What follows belongs to an exercise in optimizing a design on an open flow for small area, a short achievable clock period and few clock cycles; a production flow would make more cautious choices.
Only simulation tests tie the RTL to the original design; equivalence was not proved.

==> flow/design.v (outline; a module is shown in full before it is edited, if it fits) <==
// module ctl_law_engine: 3314 lines
// module ctl_law_fa: 10 lines
// module ctl_law_ha: 9 lines
module ctl_law_engine (
    input  wire        clk,
    input  wire        rst,
    input  wire        start,
    output reg  [7:0]  rd_addr,
    input  wire [39:0] rd_data,
    output reg         wr_en,
    output reg  [7:0]  wr_addr,
    output reg  [39:0] wr_data,
    output reg         done
);
  // ...
==> flow/flow/run.sh <==
#!/bin/bash
set -euo pipefail
export BUFFER_PORTS_ARGS="-buffer_cell sky130_fd_sc_hd__buf_4"
bash standard.sh > layout.log 2>&1
==> flow/standard.sh <==
#!/bin/bash
# synth_recipe.tcl (not shown) runs the flow's synth.tcl, then flattens the netlist and writes it again
# the make line also repeats each setting of config.mk as NAME=value (left out here)
make -C /OpenROAD-flow-scripts/flow DESIGN_CONFIG=/design/flow/config.mk WORK_HOME=/design/flow/orfs CLKGATE_MAP_FILE= SYNTH_SCRIPT=/design/flow/synth_recipe.tcl "${@:-finish}"
==> flow/config.mk <==
export PLATFORM = sky130hd
export DESIGN_NAME = ctl_law_engine
export DESIGN_NICKNAME = ctl_law_engine
export VERILOG_FILES = /design/flow/design.v
export SDC_FILE = /design/flow/constraint.sdc
export NUM_CORES = 4
export LEC_CHECK = 0
export CAP_MARGIN = 20
export CORE_MARGIN = 2
export CORE_UTILIZATION = 40
export CTS_CLUSTER_DIAMETER = 80
export CTS_CLUSTER_SIZE = 24
export SLEW_MARGIN = 20
export SYNTH_HIERARCHICAL = 1
==> flow/constraint.sdc <==
create_clock -name core_clock -period 20.0 [get_ports {clk}]
set_input_delay 4.0000 -clock core_clock [delete_from_list [all_inputs] [get_ports {clk}]]
set_output_delay 4.0000 -clock core_clock [all_outputs]
set_load 0.01 [all_outputs]
==> impl_metrics.json, run 1 <==
{
  "multi_input_gates": 5885,
  "synth-main-ff-cell": "dfxtp_1",
  "clock_latency_ns": 0.77,
  "final-seq-area_um2": 29400,
  "synth-simple-area-share": 0.0807,
  "synth_mux_area_frac": 0.0172,
  "synth_xor_area_frac": 0.106,
  "synth_compound_area_frac": 0.155,
  "largestRegisters": "rv: 560 flops, acc_s: 83 flops, acc_c: 82 flops",
  "final_common_cell": "xnor2_1",
  "r2r_slack_ns": 14.57,
  "grt_util_met2": 0.403,
  "fin_cells": 10800,
  "max_slew_margin": 0.283,
  "drtPass1Iterations": 8,
  "yosysUniqueCellTypes": 93,
  "worstHoldStart": "rv[3][23]$_DFF_P_",
  "drc": 0,
  "first_iter_violations": 8064,
  "sh_seq_area": 0.322,
  "top_register": "rv",
  "cp.depth": 9,
  "num_antenna_cells": 1,
  "cp_cell_sequence": "buf_4, xnor2_1, fa_1, fa_1, fa_1, fa_1, fa_1, fa_1, fa_1",
  "worst_clock_skew_ns": 0.0653,
  "synth.avg_cell_area_um2": 10.3,
  "status": "complete, no violations",
  "setup_slack_ns": 14.57,
  "clkbuf_count": 107,
  "slowest_stage": "dfxtp_2",
  "cts.sinks": 1297,
  "grtUsageMet1": 0.354,
  "slew_viol_final": 0
}
Testbench counts, summed over its fixed seeds: cycles 123,961.
==> run 2: changes to the inputs <==
--- a/flow/config.mk
+++ b/flow/config.mk
@@ -8,7 +8,7 @@
 export CAP_MARGIN = 20
 export CORE_MARGIN = 2
 export CORE_UTILIZATION = 40
-export CTS_CLUSTER_DIAMETER = 80
-export CTS_CLUSTER_SIZE = 24
+export CTS_CLUSTER_DIAMETER = 90
+export CTS_CLUSTER_SIZE = 28
 export SLEW_MARGIN = 20
 export SYNTH_HIERARCHICAL = 1
==> run 2 against run 1 <==
Via count fell by 0.42%. Clock skew fell by 0.0051 ns. Critical path depth is the same. Routed wire length fell by 0.11%. Largest cell class unchanged. Design area shrank 0.68%.
==> impl_metrics.json, run 2 <==
{
  "cts_resized": 0,
  "fmax_ghz": 0.182,
  "worstMarginPinSlew_ns": 1.08,
  "initial_utilization": 0.403,
  "vias_per_cell": 6.01,
  "clockBufferDepth": 3,
  "largestRegisters": "rv: 560 flops, acc_s: 83 flops, acc_c: 82 flops",
  "drt-wirelength-per-cell_um": 27.0,
  "yosysSeqAreaShare": 0.342,
  "final-seq-area_um2": 29400,
  "utilization": 0.427,
  "wl_mm": 290,
  "core_area_um2": 212000,
  "cts_root_buf": "clkbuf_16",
  "post-place-ws_ns": 14.70,
  "final_cell_mix": "937 x xnor2_1, 894 x dfxtp_1, 843 x fa_1",
  "area.growth.synth_to_final_pct": 5.85,
  "cp_common_cell": "fa_1",
  "critPathCaptureType": "flip-flop",
  "synth-main-ff-cell": "dfxtp_1",
  "syn_area_um2": 85600,
  "maxCapViolations": 0,
  "htree_num_levels": 3,
  "cts_tree": "done",
  "cp_slowest_stage_delay_ns": 0.95,
  "syn_inst": 8330,
  "setup_slack_ns": 14.51,
  "rsz0062_at_grt": "no",
  "synth-simple-area-share": 0.0807,
  "fin_crit_ns": 5.49,
  "critPathBufInv": 1,
  "synth.avg_cell_area_um2": 10.3,
  "ys_ff_latch": 1297,
  "synth_compound_area_frac": 0.155,
  "status": "complete, no violations",
  "critPathLaunchType": "flip-flop",
  "crit_family": "adder cells",
  "fp.dieW_um": 467,
  "final_area_um2": 90600,
  "ctsHoldBuffers": 0,
  "cp_cell_sequence": "buf_4, xnor2_1, fa_1, fa_1, fa_1, fa_1, fa_1, fa_1, fa_1",
  "grt_use_total": 0.263,
  "drc": 0,
  "largest_reg_flops": 560,
  "synth_fa_ha_area_frac": 0.248,
  "overflow": 0,
  "nFillCells": 20200,
  "synth_xor_area_frac": 0.106,
  "die_y_um": 467,
  "synth_common_cells": "967 x dfxtp_1, 937 x xnor2_1, 843 x fa_1, 802 x a22oi_1, 659 x clkbuf_1",
  "synthTopCellsByArea": "dfxtp_1 23%, fa_1 20%, edfxtp_1 12%, xnor2_1 9.6%, a22oi_1 7.0%",
  "drtPass1Iterations": 6,
  "cts_setup_buffers": 0,
  "synthArstFlopShare": 0,
  "yosysMostFrequentCell": "dfxtp_1",
  "yosysUniqueCellTypes": 93,
  "hold_class": "flip-flop to flip-flop",
  "grt_pass1_vias": 65900,
  "finalNetCount": 9139,
  "clock_latency_ns": 0.73,
  "numCtsBuffers": 69,
  "grt_first_pass_wirelength_mm": 431,
  "worst_clock_skew_ns": 0.0602,
  "slowest_stage": "dfxtp_2",
  "period_share": 0.275,
  "crit_arrival_ns": 6.07,
  "worstPathMaxFanout": 24,
  "synth_edf_count": 330,
  "yosysTopAreaCellShare": 0.226,
  "cts.sinks": 1297,
  "max_slew_margin": 0.278,
  "ios": 101,
  "dpl_cell_area_um2": 88300,
  "synth_top_cell_by_area": "dfxtp_1",
  "setup_viol": 0,
  "place_hpwl_mm": 195,
  "num_vias": 64800,
  "worstPathRequired_ns": 20.58,
  "layout-drive-gt1-share": 0.0649,
  "io_buffers": 98,
  "crit_type": "flip-flop to flip-flop",
  "gp_congestion": 0.953,
  "fin_setup_tns_ns": 0,
  "die_area_um2": 218000,
  "slew_viol_final": 0,
  "top_register": "rv",
  "final_hold_viol_count": 0,
  "synth_mux_area_frac": 0.0172,
  "synth_top_family_by_area": "adder cells",
  "drt.antenna.violating_nets": 0,
  "final_common_cell": "xnor2_1",
  "grt_max_degree": 68,
  "yosysWarnings": 8,
  "rows": 169,
  "antenna_found_initial": 10,
  "first_iter_violations": 7978,
  "multi_input_area_um2": 52100,
  "cts.clk_slew.worst_paths_ns": 0.11
}
[run 2: cell count changes in the layout (fill, tap and decap cells not counted), moves of 2 or more]
| cell | previous run | this run |
|---|---|---|
| clkbuf_1 | 19 | 15 |
| clkbuf_16 | 85 | 70 |
| clkinv_16 | 2 | 0 |
| clkinv_2 | 1 | 3 |
| clkinv_4 | 1 | 3 |
| clkinv_8 | 11 | 4 |
| inv_12 | 6 | 3 |
| inv_16 | 7 | 4 |
| inv_6 | 3 | 5 |
| inv_8 | 7 | 3 |
[run 2: kinds of logic (layout without fill, tap and decap cells)]
group                    Yosys count  after routing
AO/OA/AOI/OAI                   2030           2030
AND/OR/NAND/NOR                 1505           1505
flip-flops                      1297           1297
adder cells (fa/ha/maj)         1192           1192
buffers and inverters           1149            773
XOR/XNOR                        1031           1031
multiplexers                     125            125
other                              1              3
[run 2: area by class of cell]
cell class              instances  area share
multi-input cells            5885       0.575
flip-flops and latches       1297       0.324
well taps                    2821      0.0390
clock buffers                  88      0.0204
repair buffers                244      0.0202
inverters                     409      0.0169
clock inverters                32     0.00417
diodes                          1   0.0000276
[run 2: worst paths after layout]
check             slack (ns)  cells past startpoint                 to              from
hold / removal          0.33                      0   rv[2][5]$_DFF_P_  rv[3][5]$_DFF_P_
hold reg to reg         0.33                      0   rv[2][5]$_DFF_P_  rv[3][5]$_DFF_P_
setup / recovery       14.51                      9  acc_c[40]$_DFF_P_  b_neg[6]$_DFF_P_
setup reg to reg       14.51                      9  acc_c[40]$_DFF_P_  b_neg[6]$_DFF_P_
[run 2: worst reg2reg max path, stage by stage (launching register included)]
cell and delay (ns):
dfxtp_2 0.95, buf_4 0.62, xnor2_1 0.23, fa_1 0.62
fa_1 0.46, fa_1 0.53, fa_1 0.46, fa_1 0.43
fa_1 0.61, fa_1 0.44
[run 2: modules after synthesis, one instance, submodules excluded]
module / cell area [um2] / cells / flip-flops and latches
ctl_law_engine: 68000 / 7428 / 1297
ctl_law_fa: 20.0 / 1 / 0
ctl_law_ha: 12.5 / 1 / 0
[run 2: per-stage QoR]
step | hold slack (ns) | instances
floorplan | 0.310 | 8331
global placement | 0.310 | 10700
detailed placement | 0.312 | 10700
CTS | 0.327 | 10800
global route | 0.332 | 10800
finish | 0.325 | 10800
[run 2: metal layers]
metal	GRT usage	part of all wire	vias to the layer above
met5	0.000220	0.00013	-
met3	0.0637	0.10	803
met1	0.354	0.41	32700
met4	0.110	0.048	6
li1	-	-	27600
met2	0.402	0.44	3713

afterwards: timing with drivers on the ports:
The flow's constraints put no driver on any port. The routed layouts listed below were extracted and timed again, unchanged, in two steps. Step 1 assumes that a clkbuf_16 drives the clock port and a buf_2 every other input. Step 2 moves the port delays by t, midway between the first and last clock arrival at a register: inputs arrive t later, outputs are due t later. That takes back most of the time a late clock gives input paths. a / b / c = ideal / step 1 / step 2; a / b = the first two.
| run | t, ns | setup slack, ns | clock arrival spread, ns | worst register clock-pin slew, ns |
|---|---|---|---|---|
| run 1 | 0.827 | 14.566 / 14.566 / 14.566 | 0.071 / 0.071 | 0.10 / 0.10 |
| run 2 | 0.788 | 14.508 / 14.508 / 14.508 | 0.061 / 0.061 | 0.12 / 0.12 |
After both steps every run listed still meets setup and hold.
